Source: an optimization exercise on an open RTL-to-GDS flow (aim: small area, a short achievable clock period and few clock cycles). Production flows keep margins and buffers that such runs may drop.
Only simulation tests tie the RTL to the original design; equivalence was not proved.

==> inputs of trial 95 <==
==> flow/design.v (excerpt) <==
module slv_mvblk (
    input  wire        clk,
    input  wire        rst,
    input  wire        in_valid,
    output wire        in_ready,
    input  wire [31:0] in_data,
    output reg         out_valid,
    input  wire        out_ready,
    output reg  [31:0] out_data,
    output reg         out_sat,
    output reg         out_last
);
    reg        ir;               
    reg  [8:0] widx;             
    reg  [3:0] dlt;              
    reg  [4:0] cd;               
    reg  [1:0] nrow;             
    assign in_ready = ir;
    wire take = in_valid && ir;
    wire [8:0] widx_inc = (widx == 9'd272) ? 9'd0 : widx + 9'd1;
    wire       is_a     = (widx >= 9'd17);
    wire       rowst    = is_a && (widx[3:0] == 4'd1);    
    wire       is_x0    = (widx == 9'd1);
    reg [31:0] d0;
    reg        fx0;              
    reg        t_hdr, t_x, t_a;
    reg        slow;             
    reg  [8:0] thi, ohi;         
    reg  [7:0] tlo;              
    reg  [5:0] kh;               
    reg  [6:0] shl;              
    reg        h_busy;
    reg  [5:0] hcnt;
    reg        acc_full;
    reg        ov_i;             
    wire       xfer  = h_busy && (hcnt == 6'd0) && !ov_i;
    wire       hload = acc_full && (!h_busy || xfer);
    wire [1:0] nrow_h = nrow - {1'b0, hload};
    wire       row_ok = (nrow == 2'd0) ||
                        (nrow == 2'd1 && (hload || !h_busy ||
                                          (!ov_i && hcnt <= 6'd4)));
    wire [3:0] dlt_nt = dlt - 4'd1;
    wire [3:0] dlt_t  = is_x0 ? 4'd0 : dlt;
    wire [4:0] cd_nt  = (cd == 5'd0) ? 5'd0 : cd - 5'd1;
    wire [4:0] cd_t   = (is_a && slow) ? 5'd18 : cd_nt;
    function ok_word;
        input [8:0] w;
        input [3:0] dn;
        input [4:0] cn;
        input       rok;
        reg         a;
        begin
            a = (w >= 9'd17);
            if (w <= 9'd1)
                ok_word = 1'b1;
  ...
clock: 18.0 ns
lec_check: 0
cap_margin: 20
core_margin: 2
core_utilization: 60
slew_margin: 20
standard.sh (not shown) runs the stock make flow with config.mk's settings and CLKGATE_MAP_FILE= SYNTH_SCRIPT=/design/flow/synth_recipe.tcl, a recipe that flattens the netlist after the stock synthesis.
==> flow/flow/run.sh <==
#!/bin/bash
# Standard layout, with two changes to how it is optimised:
#  - ports are buffered with buf_4 instead of the default delay-type buffer;
#  - repair_timing (after CTS and after global routing) aims for extra setup
#    margin, so the resizer also speeds up paths that already meet 18 ns.
# The clock period, the SDC and every other setting are the standard flow's.
set -euo pipefail
export BUFFER_PORTS_ARGS="-buffer_cell sky130_fd_sc_hd__buf_4"
export SETUP_SLACK_MARGIN=12.8
bash standard.sh > standard_flow.log 2>&1
==> trial 87 (differences from trial 95) <==
--- a/flow/design.v
+++ b/flow/design.v
@@ -103,17 +103,19 @@
     reg [31:0] xr [0:15];
     always @(posedge clk) begin
         for (i = 0; i < 15; i = i + 1)
             xr[i] <= xr[i + 1];
         xr[15] <= t_x ? {d0[31:1], d0[0] | fx0} : xr[0];
     end
     wire [31:0] ma = {d0[31:1], d0[0] | fx0};
     wire [31:0] mx = xr[0];
-    wire        mneg = ma[31] ^ mx[31];
+    reg         mneg;            
+    always @(posedge clk)
+        mneg <= in_data[31] ^ xr[1][31];
     wire [63:0] mk;
     wire [62:0] mb;
     genvar gj;
     generate
         for (gj = 0; gj < 64; gj = gj + 1) begin : g_mk
             assign mk[gj] = thi[gj / 8] | (ohi[gj / 8] & tlo[gj % 8]);
         end
         for (gj = 0; gj < 63; gj = gj + 1) begin : g_bias
@@ -2272,17 +2274,18 @@
         else
             pr <= {pr[79:0], 1'b0};
     end
     reg [81:0] acc;
     reg        rsat;
     reg  [3:0] pcol, prow;
     reg  [5:0] kh_row;
     reg        afl;
-    wire [81:0] acc_in = (pcol == 4'd0) ? 82'd0 : acc;
+    reg         pfirst;          
+    wire [81:0] acc_in = pfirst ? 82'd0 : acc;
     wire [81:0] sum;
     wire [81:0] pr_x = {pr[80], pr};
     wire [81:0] sum_g0 = acc_in & pr_x;
     wire [81:0] sum_p0 = acc_in ^ pr_x;
     wire sum_G1 = sum_g0[1] | (sum_p0[1] & sum_g0[0]);
     wire sum_P1 = sum_p0[1] & sum_p0[0];
     wire sum_G2 = sum_g0[3] | (sum_p0[3] & sum_g0[2]);
     wire sum_P2 = sum_p0[3] & sum_p0[2];
@@ -2674,21 +2677,23 @@
     assign sum[81] = sum_p0[81] ^ sum_G154;
     wire        a_hi   = !acc[81] && (acc[80] || acc[79]);
     wire        a_lo   = acc[81] && !(acc[80] && acc[79] && (acc[78:0] != 79'd0));
     wire [81:0] accc   = a_hi ? {3'b000, {79{1'b1}}} :
                          a_lo ? {3'b111, 78'd0, 1'b1} : acc;
     always @(posedge clk) begin
         if (rst) begin
             pcol     <= 4'd0;
+            pfirst   <= 1'b1;
             prow     <= 4'd0;
             acc_full <= 1'b0;
         end else begin
             if (add_now) begin
-                pcol <= pcol + 4'd1;
+                pcol   <= pcol + 4'd1;
+                pfirst <= (pcol == 4'd15);
                 if (pcol == 4'd15)
                     prow <= prow + 4'd1;
             end
             if (add_now && pcol == 4'd15)
                 acc_full <= 1'b1;
             else if (hload)
                 acc_full <= 1'b0;
         end
==> flow/flow/run.sh (replaced) <==
#!/bin/bash
# Standard layout (the standard.sh, unchanged synthesis), with changes only
# to how it is optimised:
#  - ports are buffered with buf_4 instead of the default delay-type buffer;
#  - repair_timing (after CTS and after global routing) aims for extra setup
#    margin and may change cell footprints, so the resizer also speeds up
#    paths that already meet the 18 ns clock.
# The clock period, the SDC and every other setting are the standard flow's.
set -euo pipefail
bash standard.sh "BUFFER_PORTS_ARGS=-buffer_cell sky130_fd_sc_hd__buf_4" \
    SETUP_SLACK_MARGIN=13.2 MATCH_CELL_FOOTPRINT=0 finish > standard_flow.log 2>&1
==> notes.md <==
quantity                                                                  trial 87               trial 95
Critical path destination                                             out_data[17]                 rs[40]
Effective utilization at floorplan                                           60.6%                  60.5%
Category of the worst setup path capture point                          output pin              flip-flop
Routed length on met2                                                     78300 µm               77200 µm
Area after DPL                                                          0.0620 mm²             0.0617 mm²
Total via count after detailed routing                                       44200                  44200
Global-route track usage on met2                                             53.3%                  52.2%
Cell at the slowest stage of the critical path           sky130_fd_sc_hd__edfxtp_1  sky130_fd_sc_hd__fa_1
Max layer used                                                                met5                   met4
Data required time of the worst path                                      14.40 ns               18.57 ns
Outcome                                           no timing/DRC/antenna violations  no timing/DRC/antenna violations
Setup WS pre-CTS                                                          12.52 ns               12.46 ns
Filler Cells Inserted                                                         8026                   8040
Clock transition at the registers of the reported paths                    0.07 ns                0.06 ns
Post-DP HPWL                                                             112000 µm              114000 µm
Area fraction in compound gates after synthesis                              14.5%                  14.7%
WL met1                                                                   72400 µm               71000 µm
Fin cells                                                                     7204                   7189
Fraction of standard cell area in multi-input logic                          52.4%                  52.7%
Post-route clock period utilization                                          27.0%                  29.1%
Synth Area in Simple Gates                                                   8.01%                  8.07%
Testbench counts of trial 95, summed over its fixed seeds: cycles 52,498.
Testbench counts of trial 87, summed over its fixed seeds: cycles 52,498.

==> separate check: timing with driven ports <==
Ports are ideal in the flow. The routed layouts listed here were re-timed in OpenROAD.
Step 1 sets driving cells, clkbuf_16 on the clock port and buf_2 on the other inputs (assumed; they add their load-dependent delay and slew).
Step 2 moves the port delays by t, midway between the first and last clock arrival at a register: inputs arrive t later, outputs are due t later. That takes back most of the time a late clock gives input paths.
Three values: ideal ports, drivers, drivers and shift; two values: the first two.
run	shift t [ns]	setup slack, ns	hold WS [ns]	worst setup path after step 2	worst slew at a driven data input, ns
trial 95	0.786	12.767 / 12.767 / 12.681	0.300 / 0.300 / 0.300	input to register	0.04
trial 87	0.760	13.145 / 13.071 / 12.980	0.310 / 0.310 / 0.310	input to register	0.03
After both steps every run listed still meets setup and hold. The setup slack of trial 87, which loses most, moves by -0.074 ns with the drivers and by -0.165 ns with both steps.
